This is an optimization exercise on Yosys and OpenROAD, whose aim is small area, a short achievable clock period and few clock cycles per item, not a production implementation. Function not checked in this run: the RTL went through the layout flow alone.

==> flow/design.v <==
module sb_xor  (input wire a, input wire b, output wire y); assign y = a ^ b;    endmodule
module sb_xnor (input wire a, input wire b, output wire y); assign y = ~(a ^ b); endmodule
module sb_nand (input wire a, input wire b, output wire y); assign y = ~(a & b); endmodule
module sb_nandb (input wire a, input wire b_n, output wire y); assign y = ~(a & ~b_n); endmodule
module aes_sbox (
  input  wire [7:0] a,
  output wire [7:0] y
);
  wire U0 = a[7], U1 = a[6], U2 = a[5], U3 = a[4];
  wire U4 = a[3], U5 = a[2], U6 = a[1], U7 = a[0];
  wire T1, T2, T3, T4, T5, T6, T7, T8, T9, T10, T11, T12, T13, T14, T15, T16, T17, T18, T19, T20, T21, T22, T23, T24, T25, T26, T27, n_M1, n_M2, M3, n_M4, M5, n_M6, n_M7, M8, n_M9, M10, n_M11, n_M12, M13, n_M14, M15, M16, M17, M18, M19, M20, M21, M22, M23, M24, n_M25, M26, M27, M28, n_M29, n_M30, n_M31, n_M32, M33, n_M34, n_M35, M36, M37, M38, M39, M40, M41, M42, M43, M44, M45, n_M46, n_M47, n_M48, n_M49, n_M50, n_M51, n_M52, n_M53, n_M54, n_M55, n_M56, n_M57, n_M58, n_M59, n_M60, n_M61, n_M62, n_M63, L0, L1, L2, L3, L4, L5, L6, L7, L8, L9, L10, L11, L12, L13, L14, L15, L16, L17, L18, L19, L20, L21, L22, L23, L24, L25, L26, L27, L28, L29;
  wire S0, S1, S2, S3, S4, S5, S6, S7;
  sb_xor g0 (.a(U0), .b(U3), .y(T1));
  sb_xor g1 (.a(U0), .b(U5), .y(T2));
  sb_xor g2 (.a(U0), .b(U6), .y(T3));
  sb_xor g3 (.a(U3), .b(U5), .y(T4));
  sb_xor g4 (.a(U4), .b(U6), .y(T5));
  sb_xor g5 (.a(T1), .b(T5), .y(T6));
  sb_xor g6 (.a(U1), .b(U2), .y(T7));
  sb_xor g7 (.a(U7), .b(T6), .y(T8));
  sb_xor g8 (.a(U7), .b(T7), .y(T9));
  sb_xor g9 (.a(T6), .b(T7), .y(T10));
  sb_xor g10 (.a(U1), .b(U5), .y(T11));
  sb_xor g11 (.a(U2), .b(U5), .y(T12));
  sb_xor g12 (.a(T3), .b(T4), .y(T13));
  sb_xor g13 (.a(T6), .b(T11), .y(T14));
  sb_xor g14 (.a(T5), .b(T11), .y(T15));
  sb_xor g15 (.a(T5), .b(T12), .y(T16));
  sb_xor g16 (.a(T9), .b(T16), .y(T17));
  sb_xor g17 (.a(U3), .b(U7), .y(T18));
  sb_xor g18 (.a(T7), .b(T18), .y(T19));
  sb_xor g19 (.a(T1), .b(T19), .y(T20));
  sb_xor g20 (.a(U6), .b(U7), .y(T21));
  sb_xor g21 (.a(T7), .b(T21), .y(T22));
  sb_xor g22 (.a(T2), .b(T22), .y(T23));
  sb_xor g23 (.a(T2), .b(T10), .y(T24));
  sb_xor g24 (.a(T20), .b(T17), .y(T25));
  sb_xor g25 (.a(T3), .b(T16), .y(T26));
  sb_xor g26 (.a(T1), .b(T12), .y(T27));
  sb_nand g27 (.a(T13), .b(T6), .y(n_M1));
  sb_nand g28 (.a(T23), .b(T8), .y(n_M2));
  sb_xnor g29 (.a(T14), .b(n_M1), .y(M3));
  sb_nand g30 (.a(T19), .b(U7), .y(n_M4));
  sb_xor g31 (.a(n_M4), .b(n_M1), .y(M5));
  sb_nand g32 (.a(T3), .b(T16), .y(n_M6));
  sb_nand g33 (.a(T22), .b(T9), .y(n_M7));
  sb_xnor g34 (.a(T26), .b(n_M6), .y(M8));
  sb_nand g35 (.a(T20), .b(T17), .y(n_M9));
  sb_xor g36 (.a(n_M9), .b(n_M6), .y(M10));
  sb_nand g37 (.a(T1), .b(T15), .y(n_M11));
  sb_nand g38 (.a(T4), .b(T27), .y(n_M12));
  sb_xor g39 (.a(n_M12), .b(n_M11), .y(M13));
  sb_nand g40 (.a(T2), .b(T10), .y(n_M14));
  sb_xor g41 (.a(n_M14), .b(n_M11), .y(M15));
  sb_xnor g42 (.a(M3), .b(n_M2), .y(M16));
  sb_xor g43 (.a(M5), .b(T24), .y(M17));
  sb_xnor g44 (.a(M8), .b(n_M7), .y(M18));
  sb_xor g45 (.a(M10), .b(M15), .y(M19));
  sb_xor g46 (.a(M16), .b(M13), .y(M20));
  sb_xor g47 (.a(M17), .b(M15), .y(M21));
  sb_xor g48 (.a(M18), .b(M13), .y(M22));
  sb_xor g49 (.a(M19), .b(T25), .y(M23));
  sb_xor g50 (.a(M22), .b(M23), .y(M24));
  sb_nand g51 (.a(M22), .b(M20), .y(n_M25));
  sb_xnor g52 (.a(M21), .b(n_M25), .y(M26));
  sb_xor g53 (.a(M20), .b(M21), .y(M27));
  sb_xnor g54 (.a(M23), .b(n_M25), .y(M28));
  sb_nand g55 (.a(M28), .b(M27), .y(n_M29));
  sb_nand g56 (.a(M26), .b(M24), .y(n_M30));
  sb_nand g57 (.a(M20), .b(M23), .y(n_M31));
  sb_nandb g58 (.a(M27), .b_n(n_M31), .y(n_M32));
  sb_xnor g59 (.a(M27), .b(n_M25), .y(M33));
  sb_nand g60 (.a(M21), .b(M22), .y(n_M34));
  sb_nandb g61 (.a(M24), .b_n(n_M34), .y(n_M35));
  sb_xnor g62 (.a(M24), .b(n_M25), .y(M36));
  sb_xnor g63 (.a(M21), .b(n_M29), .y(M37));
  sb_xnor g64 (.a(n_M32), .b(M33), .y(M38));
  sb_xnor g65 (.a(M23), .b(n_M30), .y(M39));
  sb_xnor g66 (.a(n_M35), .b(M36), .y(M40));
  sb_xor g67 (.a(M38), .b(M40), .y(M41));
  sb_xor g68 (.a(M37), .b(M39), .y(M42));
  sb_xor g69 (.a(M37), .b(M38), .y(M43));
  sb_xor g70 (.a(M39), .b(M40), .y(M44));
  sb_xor g71 (.a(M42), .b(M41), .y(M45));
  sb_nand g72 (.a(M44), .b(T6), .y(n_M46));
  sb_nand g73 (.a(M40), .b(T8), .y(n_M47));
  sb_nand g74 (.a(M39), .b(U7), .y(n_M48));
  sb_nand g75 (.a(M43), .b(T16), .y(n_M49));
  sb_nand g76 (.a(M38), .b(T9), .y(n_M50));
  sb_nand g77 (.a(M37), .b(T17), .y(n_M51));
  sb_nand g78 (.a(M42), .b(T15), .y(n_M52));
  sb_nand g79 (.a(M45), .b(T27), .y(n_M53));
  sb_nand g80 (.a(M41), .b(T10), .y(n_M54));
  sb_nand g81 (.a(M44), .b(T13), .y(n_M55));
  sb_nand g82 (.a(M40), .b(T23), .y(n_M56));
  sb_nand g83 (.a(M39), .b(T19), .y(n_M57));
  sb_nand g84 (.a(M43), .b(T3), .y(n_M58));
  sb_nand g85 (.a(M38), .b(T22), .y(n_M59));
  sb_nand g86 (.a(M37), .b(T20), .y(n_M60));
  sb_nand g87 (.a(M42), .b(T1), .y(n_M61));
  sb_nand g88 (.a(M45), .b(T4), .y(n_M62));
  sb_nand g89 (.a(M41), .b(T2), .y(n_M63));
  sb_xor g90 (.a(n_M61), .b(n_M62), .y(L0));
  sb_xor g91 (.a(n_M50), .b(n_M56), .y(L1));
  sb_xor g92 (.a(n_M46), .b(n_M48), .y(L2));
  sb_xor g93 (.a(n_M47), .b(n_M55), .y(L3));
  sb_xor g94 (.a(n_M54), .b(n_M58), .y(L4));
  sb_xor g95 (.a(n_M49), .b(n_M61), .y(L5));
  sb_xnor g96 (.a(n_M62), .b(L5), .y(L6));
  sb_xnor g97 (.a(n_M46), .b(L3), .y(L7));
  sb_xor g98 (.a(n_M51), .b(n_M59), .y(L8));
  sb_xor g99 (.a(n_M52), .b(n_M53), .y(L9));
  sb_xnor g100 (.a(n_M53), .b(L4), .y(L10));
  sb_xnor g101 (.a(n_M60), .b(L2), .y(L11));
  sb_xor g102 (.a(n_M48), .b(n_M51), .y(L12));
  sb_xnor g103 (.a(n_M50), .b(L0), .y(L13));
  sb_xor g104 (.a(n_M52), .b(n_M61), .y(L14));
  sb_xnor g105 (.a(n_M55), .b(L1), .y(L15));
  sb_xnor g106 (.a(n_M56), .b(L0), .y(L16));
  sb_xnor g107 (.a(n_M57), .b(L1), .y(L17));
  sb_xnor g108 (.a(n_M58), .b(L8), .y(L18));
  sb_xnor g109 (.a(n_M63), .b(L4), .y(L19));
  sb_xor g110 (.a(L0), .b(L1), .y(L20));
  sb_xor g111 (.a(L1), .b(L7), .y(L21));
  sb_xor g112 (.a(L3), .b(L12), .y(L22));
  sb_xor g113 (.a(L18), .b(L2), .y(L23));
  sb_xor g114 (.a(L15), .b(L9), .y(L24));
  sb_xor g115 (.a(L6), .b(L10), .y(L25));
  sb_xor g116 (.a(L7), .b(L9), .y(L26));
  sb_xor g117 (.a(L8), .b(L10), .y(L27));
  sb_xor g118 (.a(L11), .b(L14), .y(L28));
  sb_xor g119 (.a(L11), .b(L17), .y(L29));
  sb_xor g120 (.a(L6), .b(L24), .y(S0));
  sb_xnor g121 (.a(L16), .b(L26), .y(S1));
  sb_xnor g122 (.a(L19), .b(L28), .y(S2));
  sb_xor g123 (.a(L6), .b(L21), .y(S3));
  sb_xor g124 (.a(L20), .b(L22), .y(S4));
  sb_xor g125 (.a(L25), .b(L29), .y(S5));
  sb_xnor g126 (.a(L13), .b(L27), .y(S6));
  sb_xnor g127 (.a(L6), .b(L23), .y(S7));
  assign y = {S0, S1, S2, S3, S4, S5, S6, S7};
endmodule
module aes_sbox_d (
  input  wire [7:0] a,
  output wire [7:0] y,
  output wire [7:0] y2
);
  wire U0 = a[7], U1 = a[6], U2 = a[5], U3 = a[4];
  wire U4 = a[3], U5 = a[2], U6 = a[1], U7 = a[0];
  wire T1, T2, T3, T4, T5, T6, T7, T8, T9, T10, T11, T12, T13, T14, T15, T16, T17, T18, T19, T20, T21, T22, T23, T24, T25, T26, T27, n_M1, n_M2, M3, n_M4, M5, n_M6, n_M7, M8, n_M9, M10, n_M11, n_M12, M13, n_M14, M15, M16, M17, M18, M19, M20, M21, M22, M23, M24, n_M25, M26, M27, M28, n_M29, n_M30, n_M31, n_M32, M33, n_M34, n_M35, M36, M37, M38, M39, M40, M41, M42, M43, M44, M45, n_M46, n_M47, n_M48, n_M49, n_M50, n_M51, n_M52, n_M53, n_M54, n_M55, n_M56, n_M57, n_M58, n_M59, n_M60, n_M61, n_M62, n_M63, L0, L1, L2, L3, L4, L5, L6, L7, L8, L9, L10, L11, L12, L13, L14, L15, L16, L17, L18, L19, L20, L21, L22, L23, L24, L25, L26, L27, L28, L29;
  wire S0, S1, S2, S3, S4, S5, S6, S7;
  sb_xor g0 (.a(U0), .b(U3), .y(T1));
  sb_xor g1 (.a(U0), .b(U5), .y(T2));
  sb_xor g2 (.a(U0), .b(U6), .y(T3));
  sb_xor g3 (.a(U3), .b(U5), .y(T4));
  sb_xor g4 (.a(U4), .b(U6), .y(T5));
  sb_xor g5 (.a(T1), .b(T5), .y(T6));
  sb_xor g6 (.a(U1), .b(U2), .y(T7));
  sb_xor g7 (.a(U7), .b(T6), .y(T8));
  sb_xor g8 (.a(U7), .b(T7), .y(T9));
  sb_xor g9 (.a(T6), .b(T7), .y(T10));
  sb_xor g10 (.a(U1), .b(U5), .y(T11));
  sb_xor g11 (.a(U2), .b(U5), .y(T12));
  sb_xor g12 (.a(T3), .b(T4), .y(T13));
  sb_xor g13 (.a(T6), .b(T11), .y(T14));
  sb_xor g14 (.a(T5), .b(T11), .y(T15));
  sb_xor g15 (.a(T5), .b(T12), .y(T16));
  sb_xor g16 (.a(T9), .b(T16), .y(T17));
  sb_xor g17 (.a(U3), .b(U7), .y(T18));
  sb_xor g18 (.a(T7), .b(T18), .y(T19));
  sb_xor g19 (.a(T1), .b(T19), .y(T20));
  sb_xor g20 (.a(U6), .b(U7), .y(T21));
  sb_xor g21 (.a(T7), .b(T21), .y(T22));
  sb_xor g22 (.a(T2), .b(T22), .y(T23));
  sb_xor g23 (.a(T2), .b(T10), .y(T24));
  sb_xor g24 (.a(T20), .b(T17), .y(T25));
  sb_xor g25 (.a(T3), .b(T16), .y(T26));
  sb_xor g26 (.a(T1), .b(T12), .y(T27));
  sb_nand g27 (.a(T13), .b(T6), .y(n_M1));
  sb_nand g28 (.a(T23), .b(T8), .y(n_M2));
  sb_xnor g29 (.a(T14), .b(n_M1), .y(M3));
  sb_nand g30 (.a(T19), .b(U7), .y(n_M4));
  sb_xor g31 (.a(n_M4), .b(n_M1), .y(M5));
  sb_nand g32 (.a(T3), .b(T16), .y(n_M6));
  sb_nand g33 (.a(T22), .b(T9), .y(n_M7));
  sb_xnor g34 (.a(T26), .b(n_M6), .y(M8));
  sb_nand g35 (.a(T20), .b(T17), .y(n_M9));
  sb_xor g36 (.a(n_M9), .b(n_M6), .y(M10));
  sb_nand g37 (.a(T1), .b(T15), .y(n_M11));
  sb_nand g38 (.a(T4), .b(T27), .y(n_M12));
  sb_xor g39 (.a(n_M12), .b(n_M11), .y(M13));
  sb_nand g40 (.a(T2), .b(T10), .y(n_M14));
  sb_xor g41 (.a(n_M14), .b(n_M11), .y(M15));
  sb_xnor g42 (.a(M3), .b(n_M2), .y(M16));
  sb_xor g43 (.a(M5), .b(T24), .y(M17));
  sb_xnor g44 (.a(M8), .b(n_M7), .y(M18));
  sb_xor g45 (.a(M10), .b(M15), .y(M19));
  sb_xor g46 (.a(M16), .b(M13), .y(M20));
  sb_xor g47 (.a(M17), .b(M15), .y(M21));
  sb_xor g48 (.a(M18), .b(M13), .y(M22));
  sb_xor g49 (.a(M19), .b(T25), .y(M23));
  sb_xor g50 (.a(M22), .b(M23), .y(M24));
  sb_nand g51 (.a(M22), .b(M20), .y(n_M25));
  sb_xnor g52 (.a(M21), .b(n_M25), .y(M26));
  sb_xor g53 (.a(M20), .b(M21), .y(M27));
  sb_xnor g54 (.a(M23), .b(n_M25), .y(M28));
  sb_nand g55 (.a(M28), .b(M27), .y(n_M29));
  sb_nand g56 (.a(M26), .b(M24), .y(n_M30));
  sb_nand g57 (.a(M20), .b(M23), .y(n_M31));
  sb_nandb g58 (.a(M27), .b_n(n_M31), .y(n_M32));
  sb_xnor g59 (.a(M27), .b(n_M25), .y(M33));
  sb_nand g60 (.a(M21), .b(M22), .y(n_M34));
  sb_nandb g61 (.a(M24), .b_n(n_M34), .y(n_M35));
  sb_xnor g62 (.a(M24), .b(n_M25), .y(M36));
  sb_xnor g63 (.a(M21), .b(n_M29), .y(M37));
  sb_xnor g64 (.a(n_M32), .b(M33), .y(M38));
  sb_xnor g65 (.a(M23), .b(n_M30), .y(M39));
  sb_xnor g66 (.a(n_M35), .b(M36), .y(M40));
  sb_xor g67 (.a(M38), .b(M40), .y(M41));
  sb_xor g68 (.a(M37), .b(M39), .y(M42));
  sb_xor g69 (.a(M37), .b(M38), .y(M43));
  sb_xor g70 (.a(M39), .b(M40), .y(M44));
  sb_xor g71 (.a(M42), .b(M41), .y(M45));
  sb_nand g72 (.a(M44), .b(T6), .y(n_M46));
  sb_nand g73 (.a(M40), .b(T8), .y(n_M47));
  sb_nand g74 (.a(M39), .b(U7), .y(n_M48));
  sb_nand g75 (.a(M43), .b(T16), .y(n_M49));
  sb_nand g76 (.a(M38), .b(T9), .y(n_M50));
  sb_nand g77 (.a(M37), .b(T17), .y(n_M51));
  sb_nand g78 (.a(M42), .b(T15), .y(n_M52));
  sb_nand g79 (.a(M45), .b(T27), .y(n_M53));
  sb_nand g80 (.a(M41), .b(T10), .y(n_M54));
  sb_nand g81 (.a(M44), .b(T13), .y(n_M55));
  sb_nand g82 (.a(M40), .b(T23), .y(n_M56));
  sb_nand g83 (.a(M39), .b(T19), .y(n_M57));
  sb_nand g84 (.a(M43), .b(T3), .y(n_M58));
  sb_nand g85 (.a(M38), .b(T22), .y(n_M59));
  sb_nand g86 (.a(M37), .b(T20), .y(n_M60));
  sb_nand g87 (.a(M42), .b(T1), .y(n_M61));
  sb_nand g88 (.a(M45), .b(T4), .y(n_M62));
  sb_nand g89 (.a(M41), .b(T2), .y(n_M63));
  sb_xor g90 (.a(n_M61), .b(n_M62), .y(L0));
  sb_xor g91 (.a(n_M50), .b(n_M56), .y(L1));
  sb_xor g92 (.a(n_M46), .b(n_M48), .y(L2));
  sb_xor g93 (.a(n_M47), .b(n_M55), .y(L3));
  sb_xor g94 (.a(n_M54), .b(n_M58), .y(L4));
  sb_xor g95 (.a(n_M49), .b(n_M61), .y(L5));
  sb_xnor g96 (.a(n_M62), .b(L5), .y(L6));
  sb_xnor g97 (.a(n_M46), .b(L3), .y(L7));
  sb_xor g98 (.a(n_M51), .b(n_M59), .y(L8));
  sb_xor g99 (.a(n_M52), .b(n_M53), .y(L9));
  sb_xnor g100 (.a(n_M53), .b(L4), .y(L10));
  sb_xnor g101 (.a(n_M60), .b(L2), .y(L11));
  sb_xor g102 (.a(n_M48), .b(n_M51), .y(L12));
  sb_xnor g103 (.a(n_M50), .b(L0), .y(L13));
  sb_xor g104 (.a(n_M52), .b(n_M61), .y(L14));
  sb_xnor g105 (.a(n_M55), .b(L1), .y(L15));
  sb_xnor g106 (.a(n_M56), .b(L0), .y(L16));
  sb_xnor g107 (.a(n_M57), .b(L1), .y(L17));
  sb_xnor g108 (.a(n_M58), .b(L8), .y(L18));
  sb_xnor g109 (.a(n_M63), .b(L4), .y(L19));
  sb_xor g110 (.a(L0), .b(L1), .y(L20));
  sb_xor g111 (.a(L1), .b(L7), .y(L21));
  sb_xor g112 (.a(L3), .b(L12), .y(L22));
  sb_xor g113 (.a(L18), .b(L2), .y(L23));
  sb_xor g114 (.a(L15), .b(L9), .y(L24));
  sb_xor g115 (.a(L6), .b(L10), .y(L25));
  sb_xor g116 (.a(L7), .b(L9), .y(L26));
  sb_xor g117 (.a(L8), .b(L10), .y(L27));
  sb_xor g118 (.a(L11), .b(L14), .y(L28));
  sb_xor g119 (.a(L11), .b(L17), .y(L29));
  sb_xor g120 (.a(L6), .b(L24), .y(S0));
  sb_xnor g121 (.a(L16), .b(L26), .y(S1));
  sb_xnor g122 (.a(L19), .b(L28), .y(S2));
  sb_xor g123 (.a(L6), .b(L21), .y(S3));
  sb_xor g124 (.a(L20), .b(L22), .y(S4));
  sb_xor g125 (.a(L25), .b(L29), .y(S5));
  sb_xnor g126 (.a(L13), .b(L27), .y(S6));
  sb_xnor g127 (.a(L6), .b(L23), .y(S7));
  assign y = {S0, S1, S2, S3, S4, S5, S6, S7};
  wire R0, R1, R2, R3, R4, R5, R6, R7;
  sb_xor d120 (.a(L6), .b(L24), .y(R0));
  sb_xnor d121 (.a(L16), .b(L26), .y(R1));
  sb_xnor d122 (.a(L19), .b(L28), .y(R2));
  sb_xor d123 (.a(L6), .b(L21), .y(R3));
  sb_xor d124 (.a(L20), .b(L22), .y(R4));
  sb_xor d125 (.a(L25), .b(L29), .y(R5));
  sb_xnor d126 (.a(L13), .b(L27), .y(R6));
  sb_xnor d127 (.a(L6), .b(L23), .y(R7));
  assign y2 = {R0, R1, R2, R3, R4, R5, R6, R7};
endmodule
module aes_round (
  input  wire [127:0] st,
  input  wire [127:0] rk,
  input  wire [7:0]   rcon,
  output wire [127:0] sr,
  output wire [127:0] mc,
  output wire [127:0] next_rk,
  output wire [127:0] kp,        
  output wire [31:0]  ksw        
);
  genvar i, j;
  wire [31:0] w0 = rk[127:96];
  wire [31:0] w1 = rk[95:64];
  wire [31:0] w2 = rk[63:32];
  wire [31:0] w3 = rk[31:0];
  wire [31:0] sw;                        
  aes_sbox ks0 (.a(w3[23:16]), .y(sw[31:24]));
  aes_sbox ks1 (.a(w3[15:8]),  .y(sw[23:16]));
  aes_sbox ks2 (.a(w3[7:0]),   .y(sw[15:8]));
  aes_sbox ks3 (.a(w3[31:24]), .y(sw[7:0]));
  wire [31:0] p0  = w0 ^ {rcon, 24'h0};
  wire [31:0] p1  = p0 ^ w1;
  wire [31:0] p2  = p0 ^ (w1 ^ w2);
  wire [31:0] p3  = (p0 ^ w1) ^ (w2 ^ w3);
  assign kp = {p0, p1, p2, p3};
  assign ksw = sw;
  generate
    for (i = 0; i < 128; i = i + 1) begin : g_ks
      sb_xor xk (.a(kp[i]), .b(sw[i % 32]), .y(next_rk[i]));
    end
  endgenerate
  wire [7:0]   sb [0:15];
  wire [7:0]   sb2 [0:15];
  wire [127:0] srm;
  generate
    for (i = 0; i < 16; i = i + 1) begin : g_sub
      aes_sbox_d sbx (.a(st[127 - 8*i -: 8]), .y(sb[i]), .y2(sb2[i]));
      assign srm[127 - 8*i -: 8] = sb[(i % 4) + 4 * (((i / 4) + (i % 4)) % 4)];
      assign sr[127 - 8*i -: 8]  = sb2[(i % 4) + 4 * (((i / 4) + (i % 4)) % 4)];
    end
  endgenerate
  genvar k, b;
  generate
    for (i = 0; i < 4; i = i + 1) begin : g_mix
      wire [31:0] a = srm[127 - 32*i -: 32];
      wire [31:0] d;                           
      wire [31:0] t;                           
      wire [31:0] x;                           
      wire [31:0] o;                           
      for (k = 0; k < 4; k = k + 1) begin : g_byte
        for (b = 0; b < 8; b = b + 1) begin : g_bit
          sb_xor xd (.a(a[8*(3-k) + b]), .b(a[8*(3-(k+1)%4) + b]), .y(d[8*(3-k) + b]));
          sb_xor xt (.a(a[8*(3-(k+1)%4) + b]), .b(d[8*(3-(k+2)%4) + b]), .y(t[8*(3-k) + b]));
          if (b == 0) begin : g_x0
            assign x[8*(3-k)] = d[8*(3-k) + 7];
          end else if (b == 1 || b == 3 || b == 4) begin : g_xr
            sb_xor xr (.a(d[8*(3-k) + b - 1]), .b(d[8*(3-k) + 7]), .y(x[8*(3-k) + b]));
          end else begin : g_xs
            assign x[8*(3-k) + b] = d[8*(3-k) + b - 1];
          end
          sb_xor xo (.a(x[8*(3-k) + b]), .b(t[8*(3-k) + b]), .y(o[8*(3-k) + b]));
        end
      end
      assign mc[127 - 32*i -: 32] = o;
    end
  endgenerate
endmodule
module kx_sel (
  input  wire [127:0] v,
  input  wire         s0,      
  input  wire         s1,      
  input  wire         s2,      
  output wire [127:0] y_n
);
  wire [127:0] d1 = {v[126:0], 1'b0} ^ (v[127] ? 128'h87 : 128'h0);
  wire [127:0] d2 = {d1[126:0], 1'b0} ^ (d1[127] ? 128'h87 : 128'h0);
  assign y_n = ~(({128{s0}} & v) | ({128{s1}} & d1) | ({128{s2}} & d2));
endmodule
module st_next (
  input  wire         g,
  input  wire [127:0] m,
  input  wire [127:0] r_n,
  input  wire [127:0] q,
  output wire [127:0] y
);
  wire [127:0] f, nm;
  genvar i;
  generate
    for (i = 0; i < 128; i = i + 1) begin : g_bit
      sb_xnor xf (.a(r_n[i]), .b(q[i]), .y(f[i]));
      sb_nand gm (.a(g), .b(m[i]), .y(nm[i]));
      sb_xnor xy (.a(nm[i]), .b(f[i]), .y(y[i]));
    end
  endgenerate
endmodule
module sx_tag_engine (
  input  wire         clk,
  input  wire         rst,         
  input  wire         start,
  output wire         ready,
  input  wire [127:0] key,
  input  wire [63:0]  uid,
  input  wire [15:0]  acmd,
  input  wire [31:0]  acnt,
  input  wire [15:0]  alen,
  input  wire [63:0]  atag,
  input  wire         in_valid,
  output wire         in_ready,
  input  wire [15:0]  in_data,
  output reg          done,
  output wire [63:0]  tag,
  output wire         match
);
  localparam [1:0] P_IDLE = 2'd0,    
                   P_MSG  = 2'd1,    
                   P_L    = 2'd2,    
                   P_FIN  = 2'd3;    
  reg  [1:0]   ph;
  reg  [127:0] st;         
  reg  [127:0] rk;         
  reg  [127:0] blk;        
  reg  [3:0]   rnd;        
  reg          last;       
  reg  [15:0]  wrem;       
  reg          wz;         
  reg  [2:0]   wpos;       
  reg          bfull;      
  reg  [7:0] rcon;
  always @(*) begin
    case (rnd)
      4'd1:    rcon = 8'h01;
      4'd2:    rcon = 8'h02;
      4'd3:    rcon = 8'h04;
      4'd4:    rcon = 8'h08;
      4'd5:    rcon = 8'h10;
      4'd6:    rcon = 8'h20;
      4'd7:    rcon = 8'h40;
      4'd8:    rcon = 8'h80;
      4'd9:    rcon = 8'h1b;
      default: rcon = 8'h36;
    endcase
  end
  wire [127:0] sr, mc, nrk, kp;
  wire [31:0]  ksw;
  aes_round u_round (.st(st), .rk(rk), .rcon(rcon), .sr(sr), .mc(mc), .next_rk(nrk),
                     .kp(kp), .ksw(ksw));
  wire [127:0] hdr  = {uid, acmd, acnt, alen};
  wire         full = (alen[3:0] == 4'd0);   
  wire [127:0] mask = full ? {128{1'b1}} : ~({128{1'b1}} >> (8 * alen[3:0]));
  wire [127:0] pad  = full ? 128'd0 : ({8'h80, 120'd0} >> (8 * alen[3:0]));
  wire   idle     = (ph == P_IDLE);
  wire   go       = idle && start;
  wire   alen0    = (alen == 16'd0);
  assign ready    = idle;
  assign in_ready = !idle && !wz && !bfull;
  wire   take     = in_valid && in_ready;
  wire   adv      = !idle && (!last || ph != P_MSG || bfull);
  wire   lastmsg  = last && ph == P_MSG;
  wire   lastl    = last && ph == P_L;
  wire   hold     = !idle && !adv;
  wire   use_mc   = adv && !last;
  wire   use_rn   = adv && last && (ph == P_FIN || (ph == P_MSG && !wz));
  wire   use_k1   = adv && lastl && full;
  wire   use_k2   = adv && lastl && !full;
  wire   use_k    = go || (adv && (lastmsg || lastl));
  wire   use_b    = adv && ((lastmsg && !wz) || (lastl && !alen0));
  wire   use_h    = (go && !alen0) || (adv && lastl && alen0);
  wire [127:0] rk_term_n, sr_term_n, st_d;
  kx_sel u_kr (.v(nrk), .s0(use_mc || use_rn), .s1(use_k1), .s2(use_k2), .y_n(rk_term_n));
  kx_sel u_ks (.v(sr),  .s0(use_rn),           .s1(use_k1), .s2(use_k2), .y_n(sr_term_n));
  wire [127:0] early = ({128{use_k}} & key)
                     ^ (({128{use_b}} & blk) | ({128{use_h}} & hdr) | ({128{hold}} & st));
  wire [127:0] q = ~sr_term_n ^ early;
  st_next u_next (.g(use_mc), .m(mc), .r_n(rk_term_n), .q(q), .y(st_d));
  assign tag = st[127:64];
  reg  [7:0] mpart;
  assign match = &mpart;
  wire [127:0] blk_e = ph[1] ? 128'd0 : ((blk & mask) ^ pad);
  wire [127:0] bx1, blk_x;
  genvar i;
  generate
    for (i = 0; i < 128; i = i + 1) begin : g_bx
      sb_xor xb1 (.a(sr[i]), .b(blk_e[i]), .y(bx1[i]));
      sb_xor xb2 (.a(bx1[i]), .b(nrk[i]), .y(blk_x[i]));
    end
  endgenerate
  always @(posedge clk) begin
    if (rst) begin
      ph   <= P_IDLE;
      done <= 1'b0;
    end else begin
      done <= 1'b0;
      if (go) begin
        rnd   <= 4'd1;
        last  <= 1'b0;
        wrem  <= {1'b0, alen[15:1]} + {15'd0, alen[0]};
        wz    <= alen0;
        wpos  <= 3'd0;
        bfull <= 1'b0;
        ph    <= alen0 ? P_L : P_MSG;
      end else if (adv) begin
        rnd  <= last ? 4'd1 : rnd + 4'd1;
        last <= (rnd == 4'd9);
        if (last) begin
          case (ph)
            P_MSG: begin
              bfull <= 1'b0;
              if (wz) ph <= P_L;
            end
            P_L:   ph <= P_FIN;
            default: begin              
              done  <= 1'b1;
              ph    <= P_IDLE;
            end
          endcase
        end
      end
      if (take) begin
        wpos <= wpos + 3'd1;
        wrem <= wrem - 16'd1;
        wz   <= (wrem == 16'd1);
        if (wpos == 3'd7 || wrem == 16'd1) bfull <= 1'b1;
      end
    end
  end
  integer n;
  always @(posedge clk) begin
    st <= st_d;
    rk <= ({128{go || (adv && last)}} & key) | ({128{adv && !last}} & nrk)
        | ({128{hold}} & rk);
    if (take)
      blk[127 - 16*wpos -: 16] <= {in_data[7:0], in_data[15:8]};
    else if (adv && lastmsg && wz)
      blk <= blk_x;
    for (n = 0; n < 8; n = n + 1)
      mpart[n] <= (blk_x[64 + 8*n +: 8] == atag[8*n +: 8]);
  end
endmodule
==> flow/flow/run.sh <==
#!/bin/bash
# The standard layout (standard.sh), with one change: the port buffers that
# global placement adds are sky130_fd_sc_hd__buf_1 instead of the delay buffer
# buffer_ports picks by itself.  The whole output goes to standard.log here.
set -euo pipefail
export BUFFER_PORTS_ARGS="-buffer_cell sky130_fd_sc_hd__buf_1"
bash standard.sh > standard.log 2>&1
==> flow/standard.sh <==
#!/bin/bash
# synth_recipe.tcl (not shown) runs the flow's synth.tcl, then flattens the netlist and writes it again
# the make line also repeats each setting of config.mk as NAME=value (left out here)
make -C /OpenROAD-flow-scripts/flow DESIGN_CONFIG=/design/flow/config.mk WORK_HOME=/design/flow/orfs CLKGATE_MAP_FILE= SYNTH_SCRIPT=/design/flow/synth_recipe.tcl "${@:-finish}"
==> flow/config.mk <==
export PLATFORM = sky130hd
export DESIGN_NAME = sx_tag_engine
export DESIGN_NICKNAME = sx_tag_engine
export VERILOG_FILES = /design/flow/design.v
export SDC_FILE = /design/flow/constraint.sdc
export NUM_CORES = 8
export LEC_CHECK = 0
export CAP_MARGIN = 20
export CORE_MARGIN = 2
export CORE_UTILIZATION = 30
export PLACE_DENSITY = 0.5
export SETUP_SLACK_MARGIN = 2.0
export SLEW_MARGIN = 20
export SYNTH_HIERARCHICAL = 1
export SYNTH_MINIMUM_KEEP_SIZE = 0
==> flow/constraint.sdc <==
create_clock -name core_clock -period 8.0 [get_ports {clk}]
set_input_delay 1.6000 -clock core_clock [delete_from_list [all_inputs] [get_ports {clk}]]
set_output_delay 1.6000 -clock core_clock [all_outputs]
set_load 0.01 [all_outputs]
==> summary.md <==
| Metric | Value |
|---|---|
| Worst path arrival time | 6680 ps |
| Synthesized Nets | 7808 |
| Buf+Inv Stages, Crit Path | 4 |
| Starting density of the core | 0.302 |
| Critical Path Most Common Cell | buf_4 |
| FF-to-FF End | st[83]$_DFF_P_ |
| CP Launch Type | flop |
| Remaining DRCs | 0 |
| Total GRT Usage | 0.291 |
| I/O pin count | 408 |
| Layout cell share with drive strength beyond 1 | 0.267 |
| Top Family by Delay on Critical Path | buffers and inverters |
| Post-route ant nets | 0 |
| Wirelength, routed | 325000 um |
| WP depth | 11 |
| Max frequency | 164 MHz |
| Critical path class | flop to flop |
| Die width | 458 um |
| Routed via count | 58.9k |
| Root Driver | clkbuf_16 |
| First-iteration detailed-routing DRC count | 9781 |
| Die Area | 210000 um2 |
| Final nets | 8228 |
| Core footprint | 205000 um2 |
| Routability cong. | 1.03 |
| Mapped Avg Cell Area | 8.31 um2 |
| Tmin final | 6100 ps |
| CTS buffer count | 67 |
| Critical Path End | st[83]$_DFF_P_ |
| Worst Hold Class | flop to flop |
| Most frequent cells in the layout | xor2_1, nand2_1, xnor2_1, xor2_2, buf_4 |
| Fin area | 82700 um2 |
| Vias in the first global route | 55.5k |
| Synth warn | 8 |
| RSZ-0062 raised after global routing | yes |
| R2R cell count | 11 |
| Fin. max-slew vios | 0 |
| First-pass GRT wire length | 436000 um |
| Area Growth Syn to Fin | 33.8% |
| CTS tree | built |
| Maximum fanout along the worst path | 130 |
| Detailed Place HPWL | 245000 um |
| Sum Neg Setup Slack | 0 ps |
| Gr ovfl total | 0 |
| CP Capture Type | flop |
| Worst skew pair latency | 710 ps |
| Crit path from | ph[1]$_SDFFE_PP0P_ |
| Crit Reg-Reg Startpoint | ph[1]$_SDFFE_PP0P_ |
| WP data required | 8580 ps |
| Worst-path cell chain | inv_1 -> ha_1 -> nand2b_1 -> nor3_2 -> buf_12 -> or2_4 -> buf_4 -> a222oi_1 -> xnor2_2 -> xnor2_1 -> buf_4 |
| Crit-path slowest cell | dfxtp_2 |
| DP Area | 64700 um2 |
| Synth Cell Area | 61800 um2 |
| FP Rows | 166 |
| Hold Buf Count CTS | 0 |
| Clock transition at path regs | 60 ps |
| Routed length per instance | 30.6 um |
| Initial antenna violation count | 54 |
| Syn Inst Count | 7437 |
| Critical Path Max Stage Delay | 820 ps |
| Worst-margin pin slew | 1300 ps |
| Die Span Y | 458 um |
| Final hold violations | 0 |
| I/O Buffers | 407 |
| Clk buf depth | 3 |
| Final count of negative-setup-slack endpoints | 0 |
| R2r setup slk | 1900 ps |
| Most common cell after layout, fill and taps aside | xor2_1 |
| Vias per cell | 5.55 |
| Hold slack | 522 ps |
| Outcome | timing/DRC/antenna clean |
| Pin count of the biggest net entering global routing | 148 |
| Slew margin rel. | 0.134 |
| Clk_skew | 57.7 ps |
| First-pass detailed-route iteration total | 13 |
| Clock sink count | 429 |
| H-tree depth | 3 |
| Maxcap violations | 0 |
| Tcrit/Tclk final | 0.763 |
per-stage QoR:
stage,utilization,setup slack (ps),instances
after floorplan,-,2110,7437
after global placement,0.316,-456,10100
after detailed placement,0.316,-384,10100
after CTS,0.363,1880,10400
after global routing,0.404,1730,10600
final,0.404,1900,10600
final cells by class:
| class | instances | area, um2 |
|---|---|---|
| Antenna cell | 21 | 52.6 |
| Clock buffer | 98 | 2010 |
| Clock inverter | 25 | 298 |
| Fill cell | 20100 | 122000 |
| Inverter | 286 | 1080 |
| Multi-Input combinational cell | 6085 | 59000 |
| Sequential cell | 429 | 10400 |
| Tap cell | 2688 | 3360 |
| Timing Repair Buffer | 988 | 6490 |
registers in the layout, indices dropped and copies added, names as in the netlist:
register	flops
bfull	1
blk	128
done	1
last	1
mpart	8
ph	2
rcon	8
rk	128
rnd	4
st	128
wpos	3
wrem	16
wz	1
worst min-delay path, delay by kind of cell (launching register included):
family                 cells  cell delay (ps)
AO/OA/AOI/OAI              1              100
buffers and inverters      1               60
flip-flops                 1              340
how the worst min path moves through the flow:
stage / startpoint / to / slack [ps] / depth (start not counted)
2_1_floorplan: rk[56]$_DFF_P_ / rk[56]$_DFF_P_ / 480 / 2
3_5_place_dp: rk[64]$_DFF_P_ / rk[64]$_DFF_P_ / 500 / 2
5_1_grt: rk[74]$_DFF_P_ / rk[74]$_DFF_P_ / 530 / 2
3_3_place_gp: rk[74]$_DFF_P_ / rk[74]$_DFF_P_ / 490 / 2
6_report: rk[74]$_DFF_P_ / rk[74]$_DFF_P_ / 520 / 2
4_1_cts: rk[64]$_DFF_P_ / rk[64]$_DFF_P_ / 520 / 2
routing by layer:
| layer | wire, um | GRT usage | vias up |
|---|---|---|---|
| met5 | 210 | 0.00321 | - |
| met1 | 121000 | 0.365 | 29400 |
| li1 | - | - | 24700 |
| met2 | 143000 | 0.446 | 3851 |
| met3 | 35000 | 0.0658 | 888 |
| met4 | 26000 | 0.192 | 30 |
what timing repair did:
action / CTS / global route
resized for setup: 829 / 840
hold endpoints to repair: 0 / 0
pin swaps: 124 / 258
endpoints found under the setup margin: 374 / 256
cloned: 0 / 1
buffers inserted: 140 / 247

[re-timing with driven ports]
How much do the figures lean on ideal ports? The routed layout below was timed once more, with nothing changed but the port constraints. Step 1: set_driving_cell puts a clkbuf_16 on clk and a buf_2 on each other input, an assumption about the parent block. Step 2 adds t to the input delays and takes it off the output delays; t is the mean of the earliest and latest rising clock arrival at the registers after step 1. Input paths then give back, and output paths get back, about the clock's delay inside the block. a / b / c = no drivers / after step 1 / after step 2; a / b = the first two.
t (ns): 0.768
setup WS [ns]: 1.895 / 1.895 / 1.830
worst slew at a driven data input, ns: 0.24
After both steps setup and hold are still met in this run. The setup slack of this run moves by 0.000 ns with the drivers and by -0.065 ns with both steps.
